What follows belongs to an exercise in optimizing a design on an open flow for small area, a short achievable clock period and few clock cycles per item; a production flow would make more cautious choices.
Only simulation tests tie the RTL to the original design; equivalence was not proved.

==> design.v <==
module ftn_addr_hash (
    input  wire         clk,
    input  wire         rst,         
    input  wire [127:0] key,         
    input  wire         in_valid,
    output wire         in_ready,
    input  wire [127:0] addr,        
    input  wire         is_v6,
    input  wire         v6_pfx,
    output wire         out_valid,
    input  wire         out_ready,
    output wire [63:0]  h,
    output wire [19:0]  index,       
    output wire [15:0]  tag          
);
    function [63:0] bswap64(input [63:0] x);
        integer i;
        begin
            for (i = 0; i < 8; i = i + 1)
                bswap64[8*i +: 8] = x[63-8*i -: 8];
        end
    endfunction
    function [31:0] bswap32(input [31:0] x);
        bswap32 = {x[7:0], x[15:8], x[23:16], x[31:24]};
    endfunction
    function [63:0] rotl(input [63:0] x, input integer b);
        rotl = (x << b) | (x >> (64 - b));
    endfunction
    reg         run;         
    reg  [4:0]  cnt;         
    reg         t6, tp;      
    reg  [63:0] m0_q;        
    reg  [63:0] lo_q;        
    reg  [63:0] x0, x1, y0, y1;
    reg         ov;          
    reg  [63:0] h_q;
    reg         last;        
    reg         rdy;         
    reg         init;        
    reg         f_m0, f_lo0, f_8_0, f_16_0, f_lo3, f_8_3, f_16_3, fin;   
    wire ph     = cnt[0];    
    wire done   = last && !ov;                          
    wire replay = last && ov;                           
    assign in_ready = rdy;
    wire acc = !rst && in_valid && rdy;
    wire       run_n  = !rst && (acc || replay || (run && !last));
    wire       ov_n   = !rst && (done || (ov && !out_ready));
    wire [4:0] cn     = cnt + 5'd1;
    wire       step   = !rst && !init;                  
    wire       last_n = step && (t6 ? (cn == 5'd19) : tp ? (cn == 5'd15) : (cn == 5'd11));
    wire [63:0] m0_in = !is_v6 ? {8'd4, 24'd0, bswap32(addr[31:0])} : bswap64(addr[127:64]);
    wire [63:0] m0    = in_ready ? m0_in : m0_q;
    wire [63:0] k0 = bswap64(key[127:64]);
    wire [63:0] k1 = bswap64(key[63:0]);
    wire [63:0] s, t;
    sip_add64 add_s (.a(x0), .b(y0), .s(s));
    sip_add64 add_t (.a(x1), .b(y1), .s(t));
    wire [63:0] ry0 = ph ? rotl(y0, 17) : rotl(y0, 13);
    wire [63:0] ry1 = ph ? rotl(y1, 21) : rotl(y1, 16);
    wire [63:0] inj0 = (f_m0 ? m0_q : 64'd0) | (f_lo0 ? lo_q : 64'd0)
                     | {3'd0, f_16_0, f_8_0, 59'd0};
    wire [63:0] inj3 = (f_lo3 ? lo_q : 64'd0) | {3'd0, f_16_3, f_8_3, 59'd0};
    wire [63:0] nx0 = t ^ inj0;
    wire [63:0] nx1 = rotl(s, 32) ^ {56'd0, {8{fin}}};
    wire [63:0] ny0 = ry0 ^ s;
    wire [63:0] ny1 = (ry1 ^ inj3) ^ t;
    wire [63:0] hf  = ny0 ^ rotl(s, 32) ^ ry1;           
    always @(posedge clk) begin
        if (in_ready) begin
            m0_q <= m0_in;
            lo_q <= bswap64(addr[63:0]);
            t6   <= is_v6 && !v6_pfx;
            tp   <= is_v6 && v6_pfx;
        end
        if (init) begin
            x0  <= k0 ^ 64'h736f6d6570736575;
            y0  <= k1 ^ 64'h646f72616e646f6d;
            x1  <= k0 ^ 64'h6c7967656e657261;
            y1  <= k1 ^ 64'h7465646279746573 ^ m0;
            cnt <= 5'd0;
        end else begin
            x0  <= nx0;
            x1  <= nx1;
            y0  <= ny0;
            y1  <= ny1;
            cnt <= cnt + 5'd1;
        end
        if (done)
            h_q <= hf;
        run    <= run_n;
        ov     <= ov_n;
        last   <= last_n;
        rdy    <= !run_n || (last_n && !ov_n);
        init   <= !run_n || last_n;
        f_m0   <= step && cn == 5'd3;
        f_lo0  <= step && cn == 5'd7 && t6;
        f_8_0  <= step && cn == 5'd7 && tp;
        f_16_0 <= step && cn == 5'd11 && t6;
        f_lo3  <= step && cn == 5'd3 && t6;
        f_8_3  <= step && cn == 5'd3 && tp;
        f_16_3 <= step && cn == 5'd7 && t6;
        fin    <= step && (t6 ? cn == 5'd11 : tp ? cn == 5'd7 : cn == 5'd3);
    end
    assign out_valid = ov;
    assign h         = h_q;
    assign index     = h_q[19:0];
    assign tag       = h_q[35:20];
endmodule
module sip_add64 (input wire [63:0] a, input wire [63:0] b, output wire [63:0] s);
    wire [63:0] p0 = a ^ b;
    wire [63:0] g0 = a & b;
    wire g_0_1 = g0[1] | (p0[1] & g0[0]);
    wire g_0_3 = g0[3] | (p0[3] & g0[2]);
    wire p_0_3 = p0[3] & p0[2];
    wire g_0_5 = g0[5] | (p0[5] & g0[4]);
    wire p_0_5 = p0[5] & p0[4];
    wire g_0_7 = g0[7] | (p0[7] & g0[6]);
    wire p_0_7 = p0[7] & p0[6];
    wire g_0_9 = g0[9] | (p0[9] & g0[8]);
    wire p_0_9 = p0[9] & p0[8];
    wire g_0_11 = g0[11] | (p0[11] & g0[10]);
    wire p_0_11 = p0[11] & p0[10];
    wire g_0_13 = g0[13] | (p0[13] & g0[12]);
    wire p_0_13 = p0[13] & p0[12];
    wire g_0_15 = g0[15] | (p0[15] & g0[14]);
    wire p_0_15 = p0[15] & p0[14];
    wire g_0_17 = g0[17] | (p0[17] & g0[16]);
    wire p_0_17 = p0[17] & p0[16];
    wire g_0_19 = g0[19] | (p0[19] & g0[18]);
    wire p_0_19 = p0[19] & p0[18];
    wire g_0_21 = g0[21] | (p0[21] & g0[20]);
    wire p_0_21 = p0[21] & p0[20];
    wire g_0_23 = g0[23] | (p0[23] & g0[22]);
    wire p_0_23 = p0[23] & p0[22];
    wire g_0_25 = g0[25] | (p0[25] & g0[24]);
    wire p_0_25 = p0[25] & p0[24];
    wire g_0_27 = g0[27] | (p0[27] & g0[26]);
    wire p_0_27 = p0[27] & p0[26];
    wire g_0_29 = g0[29] | (p0[29] & g0[28]);
    wire p_0_29 = p0[29] & p0[28];
    wire g_0_31 = g0[31] | (p0[31] & g0[30]);
    wire p_0_31 = p0[31] & p0[30];
    wire g_0_33 = g0[33] | (p0[33] & g0[32]);
    wire p_0_33 = p0[33] & p0[32];
    wire g_0_35 = g0[35] | (p0[35] & g0[34]);
    wire p_0_35 = p0[35] & p0[34];
    wire g_0_37 = g0[37] | (p0[37] & g0[36]);
    wire p_0_37 = p0[37] & p0[36];
    wire g_0_39 = g0[39] | (p0[39] & g0[38]);
    wire p_0_39 = p0[39] & p0[38];
    wire g_0_41 = g0[41] | (p0[41] & g0[40]);
    wire p_0_41 = p0[41] & p0[40];
    wire g_0_43 = g0[43] | (p0[43] & g0[42]);
    wire p_0_43 = p0[43] & p0[42];
    wire g_0_45 = g0[45] | (p0[45] & g0[44]);
    wire p_0_45 = p0[45] & p0[44];
    wire g_0_47 = g0[47] | (p0[47] & g0[46]);
    wire p_0_47 = p0[47] & p0[46];
    wire g_0_49 = g0[49] | (p0[49] & g0[48]);
    wire p_0_49 = p0[49] & p0[48];
    wire g_0_51 = g0[51] | (p0[51] & g0[50]);
    wire p_0_51 = p0[51] & p0[50];
    wire g_0_53 = g0[53] | (p0[53] & g0[52]);
    wire p_0_53 = p0[53] & p0[52];
    wire g_0_55 = g0[55] | (p0[55] & g0[54]);
    wire p_0_55 = p0[55] & p0[54];
    wire g_0_57 = g0[57] | (p0[57] & g0[56]);
    wire p_0_57 = p0[57] & p0[56];
    wire g_0_59 = g0[59] | (p0[59] & g0[58]);
    wire p_0_59 = p0[59] & p0[58];
    wire g_0_61 = g0[61] | (p0[61] & g0[60]);
    wire p_0_61 = p0[61] & p0[60];
    wire g_0_63 = g0[63] | (p0[63] & g0[62]);
    wire p_0_63 = p0[63] & p0[62];
    wire g_1_3 = g_0_3 | (p_0_3 & g_0_1);
    wire g_1_5 = g_0_5 | (p_0_5 & g_0_3);
    wire p_1_5 = p_0_5 & p_0_3;
    wire g_1_7 = g_0_7 | (p_0_7 & g_0_5);
    wire p_1_7 = p_0_7 & p_0_5;
    wire g_1_9 = g_0_9 | (p_0_9 & g_0_7);
    wire p_1_9 = p_0_9 & p_0_7;
    wire g_1_11 = g_0_11 | (p_0_11 & g_0_9);
    wire p_1_11 = p_0_11 & p_0_9;
    wire g_1_13 = g_0_13 | (p_0_13 & g_0_11);
    wire p_1_13 = p_0_13 & p_0_11;
    wire g_1_15 = g_0_15 | (p_0_15 & g_0_13);
    wire p_1_15 = p_0_15 & p_0_13;
    wire g_1_17 = g_0_17 | (p_0_17 & g_0_15);
    wire p_1_17 = p_0_17 & p_0_15;
    wire g_1_19 = g_0_19 | (p_0_19 & g_0_17);
    wire p_1_19 = p_0_19 & p_0_17;
    wire g_1_21 = g_0_21 | (p_0_21 & g_0_19);
    wire p_1_21 = p_0_21 & p_0_19;
    wire g_1_23 = g_0_23 | (p_0_23 & g_0_21);
    wire p_1_23 = p_0_23 & p_0_21;
    wire g_1_25 = g_0_25 | (p_0_25 & g_0_23);
    wire p_1_25 = p_0_25 & p_0_23;
    wire g_1_27 = g_0_27 | (p_0_27 & g_0_25);
    wire p_1_27 = p_0_27 & p_0_25;
    wire g_1_29 = g_0_29 | (p_0_29 & g_0_27);
    wire p_1_29 = p_0_29 & p_0_27;
    wire g_1_31 = g_0_31 | (p_0_31 & g_0_29);
    wire p_1_31 = p_0_31 & p_0_29;
    wire g_1_33 = g_0_33 | (p_0_33 & g_0_31);
    wire p_1_33 = p_0_33 & p_0_31;
    wire g_1_35 = g_0_35 | (p_0_35 & g_0_33);
    wire p_1_35 = p_0_35 & p_0_33;
    wire g_1_37 = g_0_37 | (p_0_37 & g_0_35);
    wire p_1_37 = p_0_37 & p_0_35;
    wire g_1_39 = g_0_39 | (p_0_39 & g_0_37);
    wire p_1_39 = p_0_39 & p_0_37;
    wire g_1_41 = g_0_41 | (p_0_41 & g_0_39);
    wire p_1_41 = p_0_41 & p_0_39;
    wire g_1_43 = g_0_43 | (p_0_43 & g_0_41);
    wire p_1_43 = p_0_43 & p_0_41;
    wire g_1_45 = g_0_45 | (p_0_45 & g_0_43);
    wire p_1_45 = p_0_45 & p_0_43;
    wire g_1_47 = g_0_47 | (p_0_47 & g_0_45);
    wire p_1_47 = p_0_47 & p_0_45;
    wire g_1_49 = g_0_49 | (p_0_49 & g_0_47);
    wire p_1_49 = p_0_49 & p_0_47;
    wire g_1_51 = g_0_51 | (p_0_51 & g_0_49);
    wire p_1_51 = p_0_51 & p_0_49;
    wire g_1_53 = g_0_53 | (p_0_53 & g_0_51);
    wire p_1_53 = p_0_53 & p_0_51;
    wire g_1_55 = g_0_55 | (p_0_55 & g_0_53);
    wire p_1_55 = p_0_55 & p_0_53;
    wire g_1_57 = g_0_57 | (p_0_57 & g_0_55);
    wire p_1_57 = p_0_57 & p_0_55;
    wire g_1_59 = g_0_59 | (p_0_59 & g_0_57);
    wire p_1_59 = p_0_59 & p_0_57;
    wire g_1_61 = g_0_61 | (p_0_61 & g_0_59);
    wire p_1_61 = p_0_61 & p_0_59;
    wire g_1_63 = g_0_63 | (p_0_63 & g_0_61);
    wire p_1_63 = p_0_63 & p_0_61;
    wire g_2_5 = g_1_5 | (p_1_5 & g_0_1);
    wire g_2_7 = g_1_7 | (p_1_7 & g_1_3);
    wire g_2_9 = g_1_9 | (p_1_9 & g_1_5);
    wire p_2_9 = p_1_9 & p_1_5;
    wire g_2_11 = g_1_11 | (p_1_11 & g_1_7);
    wire p_2_11 = p_1_11 & p_1_7;
    wire g_2_13 = g_1_13 | (p_1_13 & g_1_9);
    wire p_2_13 = p_1_13 & p_1_9;
    wire g_2_15 = g_1_15 | (p_1_15 & g_1_11);
    wire p_2_15 = p_1_15 & p_1_11;
    wire g_2_17 = g_1_17 | (p_1_17 & g_1_13);
    wire p_2_17 = p_1_17 & p_1_13;
    wire g_2_19 = g_1_19 | (p_1_19 & g_1_15);
    wire p_2_19 = p_1_19 & p_1_15;
    wire g_2_21 = g_1_21 | (p_1_21 & g_1_17);
    wire p_2_21 = p_1_21 & p_1_17;
    wire g_2_23 = g_1_23 | (p_1_23 & g_1_19);
    wire p_2_23 = p_1_23 & p_1_19;
    wire g_2_25 = g_1_25 | (p_1_25 & g_1_21);
    wire p_2_25 = p_1_25 & p_1_21;
    wire g_2_27 = g_1_27 | (p_1_27 & g_1_23);
    wire p_2_27 = p_1_27 & p_1_23;
    wire g_2_29 = g_1_29 | (p_1_29 & g_1_25);
    wire p_2_29 = p_1_29 & p_1_25;
    wire g_2_31 = g_1_31 | (p_1_31 & g_1_27);
    wire p_2_31 = p_1_31 & p_1_27;
    wire g_2_33 = g_1_33 | (p_1_33 & g_1_29);
    wire p_2_33 = p_1_33 & p_1_29;
    wire g_2_35 = g_1_35 | (p_1_35 & g_1_31);
    wire p_2_35 = p_1_35 & p_1_31;
    wire g_2_37 = g_1_37 | (p_1_37 & g_1_33);
    wire p_2_37 = p_1_37 & p_1_33;
    wire g_2_39 = g_1_39 | (p_1_39 & g_1_35);
    wire p_2_39 = p_1_39 & p_1_35;
    wire g_2_41 = g_1_41 | (p_1_41 & g_1_37);
    wire p_2_41 = p_1_41 & p_1_37;
    wire g_2_43 = g_1_43 | (p_1_43 & g_1_39);
    wire p_2_43 = p_1_43 & p_1_39;
    wire g_2_45 = g_1_45 | (p_1_45 & g_1_41);
    wire p_2_45 = p_1_45 & p_1_41;
    wire g_2_47 = g_1_47 | (p_1_47 & g_1_43);
    wire p_2_47 = p_1_47 & p_1_43;
    wire g_2_49 = g_1_49 | (p_1_49 & g_1_45);
    wire p_2_49 = p_1_49 & p_1_45;
    wire g_2_51 = g_1_51 | (p_1_51 & g_1_47);
    wire p_2_51 = p_1_51 & p_1_47;
    wire g_2_53 = g_1_53 | (p_1_53 & g_1_49);
    wire p_2_53 = p_1_53 & p_1_49;
    wire g_2_55 = g_1_55 | (p_1_55 & g_1_51);
    wire p_2_55 = p_1_55 & p_1_51;
    wire g_2_57 = g_1_57 | (p_1_57 & g_1_53);
    wire p_2_57 = p_1_57 & p_1_53;
    wire g_2_59 = g_1_59 | (p_1_59 & g_1_55);
    wire p_2_59 = p_1_59 & p_1_55;
    wire g_2_61 = g_1_61 | (p_1_61 & g_1_57);
    wire p_2_61 = p_1_61 & p_1_57;
    wire g_2_63 = g_1_63 | (p_1_63 & g_1_59);
    wire p_2_63 = p_1_63 & p_1_59;
    wire g_3_9 = g_2_9 | (p_2_9 & g_0_1);
    wire g_3_11 = g_2_11 | (p_2_11 & g_1_3);
    wire g_3_13 = g_2_13 | (p_2_13 & g_2_5);
    wire g_3_15 = g_2_15 | (p_2_15 & g_2_7);
    wire g_3_17 = g_2_17 | (p_2_17 & g_2_9);
    wire p_3_17 = p_2_17 & p_2_9;
    wire g_3_19 = g_2_19 | (p_2_19 & g_2_11);
    wire p_3_19 = p_2_19 & p_2_11;
    wire g_3_21 = g_2_21 | (p_2_21 & g_2_13);
    wire p_3_21 = p_2_21 & p_2_13;
    wire g_3_23 = g_2_23 | (p_2_23 & g_2_15);
    wire p_3_23 = p_2_23 & p_2_15;
    wire g_3_25 = g_2_25 | (p_2_25 & g_2_17);
    wire p_3_25 = p_2_25 & p_2_17;
    wire g_3_27 = g_2_27 | (p_2_27 & g_2_19);
    wire p_3_27 = p_2_27 & p_2_19;
    wire g_3_29 = g_2_29 | (p_2_29 & g_2_21);
    wire p_3_29 = p_2_29 & p_2_21;
    wire g_3_31 = g_2_31 | (p_2_31 & g_2_23);
    wire p_3_31 = p_2_31 & p_2_23;
    wire g_3_33 = g_2_33 | (p_2_33 & g_2_25);
    wire p_3_33 = p_2_33 & p_2_25;
    wire g_3_35 = g_2_35 | (p_2_35 & g_2_27);
    wire p_3_35 = p_2_35 & p_2_27;
    wire g_3_37 = g_2_37 | (p_2_37 & g_2_29);
    wire p_3_37 = p_2_37 & p_2_29;
    wire g_3_39 = g_2_39 | (p_2_39 & g_2_31);
    wire p_3_39 = p_2_39 & p_2_31;
    wire g_3_41 = g_2_41 | (p_2_41 & g_2_33);
    wire p_3_41 = p_2_41 & p_2_33;
    wire g_3_43 = g_2_43 | (p_2_43 & g_2_35);
    wire p_3_43 = p_2_43 & p_2_35;
    wire g_3_45 = g_2_45 | (p_2_45 & g_2_37);
    wire p_3_45 = p_2_45 & p_2_37;
    wire g_3_47 = g_2_47 | (p_2_47 & g_2_39);
    wire p_3_47 = p_2_47 & p_2_39;
    wire g_3_49 = g_2_49 | (p_2_49 & g_2_41);
    wire p_3_49 = p_2_49 & p_2_41;
    wire g_3_51 = g_2_51 | (p_2_51 & g_2_43);
    wire p_3_51 = p_2_51 & p_2_43;
    wire g_3_53 = g_2_53 | (p_2_53 & g_2_45);
    wire p_3_53 = p_2_53 & p_2_45;
    wire g_3_55 = g_2_55 | (p_2_55 & g_2_47);
    wire p_3_55 = p_2_55 & p_2_47;
    wire g_3_57 = g_2_57 | (p_2_57 & g_2_49);
    wire p_3_57 = p_2_57 & p_2_49;
    wire g_3_59 = g_2_59 | (p_2_59 & g_2_51);
    wire p_3_59 = p_2_59 & p_2_51;
    wire g_3_61 = g_2_61 | (p_2_61 & g_2_53);
    wire p_3_61 = p_2_61 & p_2_53;
    wire g_3_63 = g_2_63 | (p_2_63 & g_2_55);
    wire p_3_63 = p_2_63 & p_2_55;
    wire g_4_17 = g_3_17 | (p_3_17 & g_0_1);
    wire g_4_19 = g_3_19 | (p_3_19 & g_1_3);
    wire g_4_21 = g_3_21 | (p_3_21 & g_2_5);
    wire g_4_23 = g_3_23 | (p_3_23 & g_2_7);
    wire g_4_25 = g_3_25 | (p_3_25 & g_3_9);
    wire g_4_27 = g_3_27 | (p_3_27 & g_3_11);
    wire g_4_29 = g_3_29 | (p_3_29 & g_3_13);
    wire g_4_31 = g_3_31 | (p_3_31 & g_3_15);
    wire g_4_33 = g_3_33 | (p_3_33 & g_3_17);
    wire p_4_33 = p_3_33 & p_3_17;
    wire g_4_35 = g_3_35 | (p_3_35 & g_3_19);
    wire p_4_35 = p_3_35 & p_3_19;
    wire g_4_37 = g_3_37 | (p_3_37 & g_3_21);
    wire p_4_37 = p_3_37 & p_3_21;
    wire g_4_39 = g_3_39 | (p_3_39 & g_3_23);
    wire p_4_39 = p_3_39 & p_3_23;
    wire g_4_41 = g_3_41 | (p_3_41 & g_3_25);
    wire p_4_41 = p_3_41 & p_3_25;
    wire g_4_43 = g_3_43 | (p_3_43 & g_3_27);
    wire p_4_43 = p_3_43 & p_3_27;
    wire g_4_45 = g_3_45 | (p_3_45 & g_3_29);
    wire p_4_45 = p_3_45 & p_3_29;
    wire g_4_47 = g_3_47 | (p_3_47 & g_3_31);
    wire p_4_47 = p_3_47 & p_3_31;
    wire g_4_49 = g_3_49 | (p_3_49 & g_3_33);
    wire p_4_49 = p_3_49 & p_3_33;
    wire g_4_51 = g_3_51 | (p_3_51 & g_3_35);
    wire p_4_51 = p_3_51 & p_3_35;
    wire g_4_53 = g_3_53 | (p_3_53 & g_3_37);
    wire p_4_53 = p_3_53 & p_3_37;
    wire g_4_55 = g_3_55 | (p_3_55 & g_3_39);
    wire p_4_55 = p_3_55 & p_3_39;
    wire g_4_57 = g_3_57 | (p_3_57 & g_3_41);
    wire p_4_57 = p_3_57 & p_3_41;
    wire g_4_59 = g_3_59 | (p_3_59 & g_3_43);
    wire p_4_59 = p_3_59 & p_3_43;
    wire g_4_61 = g_3_61 | (p_3_61 & g_3_45);
    wire p_4_61 = p_3_61 & p_3_45;
    wire g_4_63 = g_3_63 | (p_3_63 & g_3_47);
    wire p_4_63 = p_3_63 & p_3_47;
    wire g_5_33 = g_4_33 | (p_4_33 & g_0_1);
    wire g_5_35 = g_4_35 | (p_4_35 & g_1_3);
    wire g_5_37 = g_4_37 | (p_4_37 & g_2_5);
    wire g_5_39 = g_4_39 | (p_4_39 & g_2_7);
    wire g_5_41 = g_4_41 | (p_4_41 & g_3_9);
    wire g_5_43 = g_4_43 | (p_4_43 & g_3_11);
    wire g_5_45 = g_4_45 | (p_4_45 & g_3_13);
    wire g_5_47 = g_4_47 | (p_4_47 & g_3_15);
    wire g_5_49 = g_4_49 | (p_4_49 & g_4_17);
    wire g_5_51 = g_4_51 | (p_4_51 & g_4_19);
    wire g_5_53 = g_4_53 | (p_4_53 & g_4_21);
    wire g_5_55 = g_4_55 | (p_4_55 & g_4_23);
    wire g_5_57 = g_4_57 | (p_4_57 & g_4_25);
    wire g_5_59 = g_4_59 | (p_4_59 & g_4_27);
    wire g_5_61 = g_4_61 | (p_4_61 & g_4_29);
    wire g_5_63 = g_4_63 | (p_4_63 & g_4_31);
    wire g_6_2 = g0[2] | (p0[2] & g_0_1);
    wire g_6_4 = g0[4] | (p0[4] & g_1_3);
    wire g_6_6 = g0[6] | (p0[6] & g_2_5);
    wire g_6_8 = g0[8] | (p0[8] & g_2_7);
    wire g_6_10 = g0[10] | (p0[10] & g_3_9);
    wire g_6_12 = g0[12] | (p0[12] & g_3_11);
    wire g_6_14 = g0[14] | (p0[14] & g_3_13);
    wire g_6_16 = g0[16] | (p0[16] & g_3_15);
    wire g_6_18 = g0[18] | (p0[18] & g_4_17);
    wire g_6_20 = g0[20] | (p0[20] & g_4_19);
    wire g_6_22 = g0[22] | (p0[22] & g_4_21);
    wire g_6_24 = g0[24] | (p0[24] & g_4_23);
    wire g_6_26 = g0[26] | (p0[26] & g_4_25);
    wire g_6_28 = g0[28] | (p0[28] & g_4_27);
    wire g_6_30 = g0[30] | (p0[30] & g_4_29);
    wire g_6_32 = g0[32] | (p0[32] & g_4_31);
    wire g_6_34 = g0[34] | (p0[34] & g_5_33);
    wire g_6_36 = g0[36] | (p0[36] & g_5_35);
    wire g_6_38 = g0[38] | (p0[38] & g_5_37);
    wire g_6_40 = g0[40] | (p0[40] & g_5_39);
    wire g_6_42 = g0[42] | (p0[42] & g_5_41);
    wire g_6_44 = g0[44] | (p0[44] & g_5_43);
    wire g_6_46 = g0[46] | (p0[46] & g_5_45);
    wire g_6_48 = g0[48] | (p0[48] & g_5_47);
    wire g_6_50 = g0[50] | (p0[50] & g_5_49);
    wire g_6_52 = g0[52] | (p0[52] & g_5_51);
    wire g_6_54 = g0[54] | (p0[54] & g_5_53);
    wire g_6_56 = g0[56] | (p0[56] & g_5_55);
    wire g_6_58 = g0[58] | (p0[58] & g_5_57);
    wire g_6_60 = g0[60] | (p0[60] & g_5_59);
    wire g_6_62 = g0[62] | (p0[62] & g_5_61);
    wire [63:0] c = {g_6_62, g_5_61, g_6_60, g_5_59, g_6_58, g_5_57, g_6_56, g_5_55, g_6_54, g_5_53, g_6_52, g_5_51, g_6_50, g_5_49, g_6_48, g_5_47, g_6_46, g_5_45, g_6_44, g_5_43, g_6_42, g_5_41, g_6_40, g_5_39, g_6_38, g_5_37, g_6_36, g_5_35, g_6_34, g_5_33, g_6_32, g_4_31, g_6_30, g_4_29, g_6_28, g_4_27, g_6_26, g_4_25, g_6_24, g_4_23, g_6_22, g_4_21, g_6_20, g_4_19, g_6_18, g_4_17, g_6_16, g_3_15, g_6_14, g_3_13, g_6_12, g_3_11, g_6_10, g_3_9, g_6_8, g_2_7, g_6_6, g_2_5, g_6_4, g_1_3, g_6_2, g_0_1, g0[0], 1'b0};
    assign s = p0 ^ c;
endmodule
==> flow/run.sh <==
#!/bin/bash
# Layout: the standard flow (standard.sh) with these changes:
#  - repair_timing is asked to leave 7.3 ns of setup slack at the 11 ns clock
#    (a 3.7 ns target), so that it sizes the datapath for speed;
#  - the full-adder cells are added to the platform's don't-use list, so
#    synthesis extracts only half adders and leaves the 3-input XORs and
#    majorities of the adders to abc (faster than the fa cell's sum output);
#  - ports are buffered with buf_1 cells instead of the default choice;
#  - clock tree: clkbuf_8 buffers, clusters of at most 16 sinks within 45 um,
#    no dummy loads.
# The clock, the constraints and everything else are the standard ones.
set -euo pipefail
DONT_USE="sky130_fd_sc_hd__probe_p_8 sky130_fd_sc_hd__probec_p_8 sky130_fd_sc_hd__lpflow_bleeder_1 sky130_fd_sc_hd__lpflow_clkbufkapwr_1 sky130_fd_sc_hd__lpflow_clkbufkapwr_16 sky130_fd_sc_hd__lpflow_clkbufkapwr_2 sky130_fd_sc_hd__lpflow_clkbufkapwr_4 sky130_fd_sc_hd__lpflow_clkbufkapwr_8 sky130_fd_sc_hd__lpflow_clkinvkapwr_1 sky130_fd_sc_hd__lpflow_clkinvkapwr_16 sky130_fd_sc_hd__lpflow_clkinvkapwr_2 sky130_fd_sc_hd__lpflow_clkinvkapwr_4 sky130_fd_sc_hd__lpflow_clkinvkapwr_8 sky130_fd_sc_hd__lpflow_decapkapwr_12 sky130_fd_sc_hd__lpflow_decapkapwr_3 sky130_fd_sc_hd__lpflow_decapkapwr_4 sky130_fd_sc_hd__lpflow_decapkapwr_6 sky130_fd_sc_hd__lpflow_decapkapwr_8 sky130_fd_sc_hd__lpflow_inputiso0n_1 sky130_fd_sc_hd__lpflow_inputiso0p_1 sky130_fd_sc_hd__lpflow_inputiso1n_1 sky130_fd_sc_hd__lpflow_inputiso1p_1 sky130_fd_sc_hd__lpflow_inputisolatch_1 sky130_fd_sc_hd__lpflow_isobufsrc_1 sky130_fd_sc_hd__lpflow_isobufsrc_16 sky130_fd_sc_hd__lpflow_isobufsrc_2 sky130_fd_sc_hd__lpflow_isobufsrc_4 sky130_fd_sc_hd__lpflow_isobufsrc_8 sky130_fd_sc_hd__lpflow_isobufsrckapwr_16 sky130_fd_sc_hd__lpflow_lsbuf_lh_hl_isowell_tap_1 sky130_fd_sc_hd__lpflow_lsbuf_lh_hl_isowell_tap_2 sky130_fd_sc_hd__lpflow_lsbuf_lh_hl_isowell_tap_4 sky130_fd_sc_hd__lpflow_lsbuf_lh_isowell_4 sky130_fd_sc_hd__lpflow_lsbuf_lh_isowell_tap_1 sky130_fd_sc_hd__lpflow_lsbuf_lh_isowell_tap_2 sky130_fd_sc_hd__lpflow_lsbuf_lh_isowell_tap_4  sky130_fd_sc_hd__fa_1 sky130_fd_sc_hd__fa_2 sky130_fd_sc_hd__fa_4"
bash standard.sh \
  SETUP_SLACK_MARGIN=7.3 \
  "DONT_USE_CELLS=$DONT_USE" \
  "BUFFER_PORTS_ARGS=-buffer_cell sky130_fd_sc_hd__buf_1" \
  "CTS_ARGS=-sink_clustering_enable -repair_clock_nets -dont_use_dummy_load -buf_list {sky130_fd_sc_hd__clkbuf_8} -sink_clustering_size 16 -sink_clustering_max_diameter 45" \
  finish > standard_flow.log 2>&1
==> standard.sh <==
#!/bin/bash
# synth_recipe.tcl (not shown) runs the flow's synth.tcl, then flattens the netlist and writes it again
# the make line also repeats each setting of config.mk as NAME=value (left out here)
make -C /OpenROAD-flow-scripts/flow DESIGN_CONFIG=/design/flow/config.mk WORK_HOME=/design/flow/orfs CLKGATE_MAP_FILE= SYNTH_SCRIPT=/design/flow/synth_recipe.tcl "${@:-finish}"
==> config.mk <==
export PLATFORM = sky130hd
export DESIGN_NAME = ftn_addr_hash
export DESIGN_NICKNAME = ftn_addr_hash
export VERILOG_FILES = /design/flow/design.v
export SDC_FILE = /design/flow/constraint.sdc
export NUM_CORES = 4
export LEC_CHECK = 0
export ABC_AREA = 1
export CAP_MARGIN = 20
export CORE_MARGIN = 2
export CORE_UTILIZATION = 60
export SLEW_MARGIN = 20
==> constraint.sdc <==
create_clock -name core_clock -period 11.0 [get_ports {clk}]
set_input_delay 2.2000 -clock core_clock [delete_from_list [all_inputs] [get_ports {clk}]]
set_output_delay 2.2000 -clock core_clock [all_outputs]
set_load 0.01 [all_outputs]
==> qor.csv <==
stage,metric,value,unit
grt,grt_max_degree,94,
sta,rsz0062_at_grt,no,
floorplanning,die_w,224.6,µm
worst_hold_path,hp-class,reg2reg,
floorplanning,fp.dieH,224.6,µm
logic_synthesis,async_reset_ff_share,0,%
worst_setup_path,regToRegSetupSlack,7.35,ns
logic_synthesis,synth_nets,4425,
grt,grt_pass1_wl,167.9,mm
worst_hold_path,hold-path-endpoint,m0_q[62],
worst_setup_path,r2r_start,y1[1],
grt,grt_usage,47.39,%
worst_setup_path,reg2regPathDepth,17,
logic_synthesis,ys_warn_count,1,
logic_synthesis,synth_most_common_cell,nand2_1,
sta,period_needed,3.658,ns
logic_synthesis,yosys-top-cells-count,"nand2_1, inv_1, o21ai_0",
worst_setup_path,cpPeakStageDelay,0.54,ns
clock_network,cts_tree,built,
floorplanning,initial_core_util,61.04,%
clock_network,cts_buffer_depth,3,
worst_setup_path,crit_type,reg2out,
routing,drt-wirelength-per-cell,24.97,µm
sta,final.setup.tns,0,ns
logic_synthesis,synth-seq-cells,467,
routing,post_drt_via_cell_ratio,5.760,
floorplanning,coreArea,47850,µm²
sta,setup-violations-final,0,
logic_synthesis,synth_cell_types,39,
worst_setup_path,crit_required,8.80,ns
outcome,status,"complete, no violations",
clock_network,cts_sinks,467,
worst_setup_path,path_cells,buf_1,
worst_hold_path,whs_path_depth,2,
floorplanning,die-area,50450,µm²
worst_setup_path,slowest_stage,dfxtp_4,
logic_synthesis,syn_area_per_cell,7.354,µm²
logic_synthesis,yosys-top-cells-area,"dfxtp_1, nand2_1, edfxtp_1",
logic_synthesis,synthCells,3971,
sta,worstMarginPinSlew,1.291,ns
logic_synthesis,synth_area,29200,µm²
worst_setup_path,path_depth,1,
sta,fin_crit_sh,33.25,%
clock_network,cts_max_level,2,
sta,slew_viol_final,0,
sta,fmax,273.4,MHz
sta,finalHoldViolations,0,
sta,max_slew_margin,13.04,%
worst_setup_path,timing.rr.end,x0[53],
finish,layout-area-overhead-vs-synth,8.072,%
floorplanning,ios,364,
sta,fin_skew,0.06634,ns
sta,timing.hold.ws,0.5071,ns
worst_setup_path,crit_arrival,1.46,ns
logic_synthesis,synth_top_area_share,23.10,%
placement,port_buffers,363,
grt,overflow,0,
clock_network,cts_root_buffer,clkbuf_8,
placement,hpwlAfterDp,99.61,mm
grt,grt_pass1_vias,25107,
clock_network,cts_made_buffers,60,
worst_setup_path,endpoint_kind,output port,
finish,final_nets,4716,
worst_setup_path,crit_fanout,14,
logic_synthesis,synth_ff_type,dfxtp_1,
routing,ant_nets,0,
floorplanning,num_rows,80,
worst_setup_path,cp-start-kind,flip-flop,
placement,placedCellCount,4812,
routing,first_iter_violations,4388,
clock_network,cts.clk_slew.worst_paths,0.07,ns
routing,firstDrtPassIters,7,
logic_synthesis,ys_seq_area_share,36.47,%
finish,final_cells,4881,
routing,vias,28114,
flow_run,maxCapViolCount,0,
grt,antenna_found_initial,12,
routing,drt_wl_total,121.9,mm
logic_synthesis,yosysTopAreaCell,dfxtp_1,
finish,drive_above_1_share,4.765,%
placement,gp_congestion,1.111,
finish,nFillCells,4479,
worst_hold_path,hp-start,m0_q[62],
clock_network,insertion_delay,0.74,ns
routing,route.detailed.drc,0,
worst_setup_path,worst-path-buf-inv,1,
worst_setup_path,critPathTopFamily,flip-flops,
logic_synthesis,synth_edf_count,130,
-- state kept, by name, summed over array words and instances (netlist names) --
| name | cells |
|---|---|
| f_m0 | 1 |
| f_16_0 | 1 |
| m0_q | 64 |
| f_lo0 | 1 |
| x1 | 64 |
| init | 1 |
| lo_q | 64 |
| t6 | 1 |
| fin | 1 |
| cnt | 5 |
| tp | 1 |
| x0 | 64 |
| last | 1 |
| ov | 1 |
| rdy | 1 |
| f_8_0 | 1 |
| run | 1 |
| y1 | 64 |
| f_8_3 | 1 |
| f_lo3 | 1 |
| h_q | 64 |
| y0 | 64 |
-- per-stage QoR --
step / instance area, µm² / setup slack (ns) / util [%]
2_1_floorplan: 29210 / 7.708 / -
3_3_place_gp: 30620 / 6.213 / 64.00
3_5_place_dp: 30620 / 6.141 / 64.00
4_1_cts: 31500 / 7.301 / 65.83
5_1_grt: 31550 / 7.305 / 65.94
6_report: 31560 / 7.342 / 65.96
-- how the worst max path moves through the flow --
| stage | to | slack [ns] | start |
|---|---|---|---|
| 6_report | in_ready | 7.34 | rdy |
| 5_1_grt | h_q[37] | 7.30 | y0[1] |
| 4_1_cts | h_q[37] | 7.30 | y0[19] |
| 2_1_floorplan | in_ready | 7.71 | rdy |
| 3_3_place_gp | y1[61] | 6.21 | is_v6 |
| 3_5_place_dp | y1[47] | 6.14 | is_v6 |
-- cells by family after synthesis --
| logic type | synth area share (%) |
|---|---|
| XOR/XNOR | 11.58 |
| multiplexers | 0.2742 |
| adder cells (fa/ha/maj) | 8.226 |
| flip-flops | 36.47 |
| AND/OR/NAND/NOR | 21.00 |
| buffers and inverters | 10.14 |
| AO/OA/AOI/OAI | 12.32 |
-- per-layer routing --
metal / up-vias / global-route usage, % / share of wire (%)
met4: 4 / 28.54 / 7.1
met1: 12765 / 61.94 / 37
met5: - / 1.662 / 0.10
met3: 366 / 15.62 / 15
li1: 12997 / - / -
met2: 1982 / 67.77 / 40
-- layout by cell type, fill, tap and decap left out, drive strengths merged, types with 2 or more instances in the layout --
| master | n |
|---|---|
| a21oi | 119 |
| and2 | 14 |
| buf | 382 |
| clkbuf | 61 |
| clkinvlp | 2 |
| dfxtp | 337 |
| diode | 6 |
| edfxtp | 130 |
| ha | 192 |
| inv | 554 |
| mux2i | 8 |
| nand2 | 1107 |
| nand3 | 72 |
| nand4 | 6 |
| nor2 | 280 |
| nor3 | 14 |
| o21a | 13 |
| o21ai | 463 |
| o21bai | 12 |
| o22ai | 45 |
| o2bb2ai | 3 |
| or2 | 54 |
| xnor2 | 155 |
| xor2 | 231 |
-- final cells by class --
type	instances	area, µm²	share of cell area (%)
diodes	6	15.01	0.04757
repair inverters	1	7.507	0.02379
inverters	556	2095	6.636
clock buffers	60	825.8	2.616
multi-input cells	2793	15640	49.56
repair buffers	383	1538	4.872
well taps	615	769.5	2.438
flip-flops and latches	467	10670	33.80
-- what timing repair did --
action | CTS | global route
setup buffers | 2 | 0
hold endpoints to repair | 0 | 0
cloned | 1 | 0
setup endpoints to repair | 43 | 10
hold buffers | 0 | 0
pin swaps | 0 | 1
resized for setup | 3 | 7
Testbench counts, summed over its fixed seeds: cycles 38,308, items 2,400.

port drivers added, routing unchanged:
No port has a modelled driver above. Below, the same layout with a new extraction and two added sets of constraints. Step 1 (the two cells are an assumption about what drives the block):
set clk [get_ports {clk}]
set_driving_cell -lib_cell sky130_fd_sc_hd__clkbuf_16 $clk
set_driving_cell -lib_cell sky130_fd_sc_hd__buf_2 [delete_from_list [all_inputs] $clk]
Step 2 times the ports against the registers' clock, not the clock port: input delays grow and output delays shrink by t, the midpoint of the rising clock arrivals with the driver on. Three values: no drivers, after step 1, after step 2; two values: the first two.
shift t [ns]: 0.772
setup WS [ns]: 7.342 / 7.277 / 6.640
worst setup path after step 2: input to register
worst data-port slew with drivers (ns): 0.09
After both steps setup and hold are still met in this run. For this run, drivers alone change the setup slack by -0.065 ns; drivers and shift together by -0.702 ns.
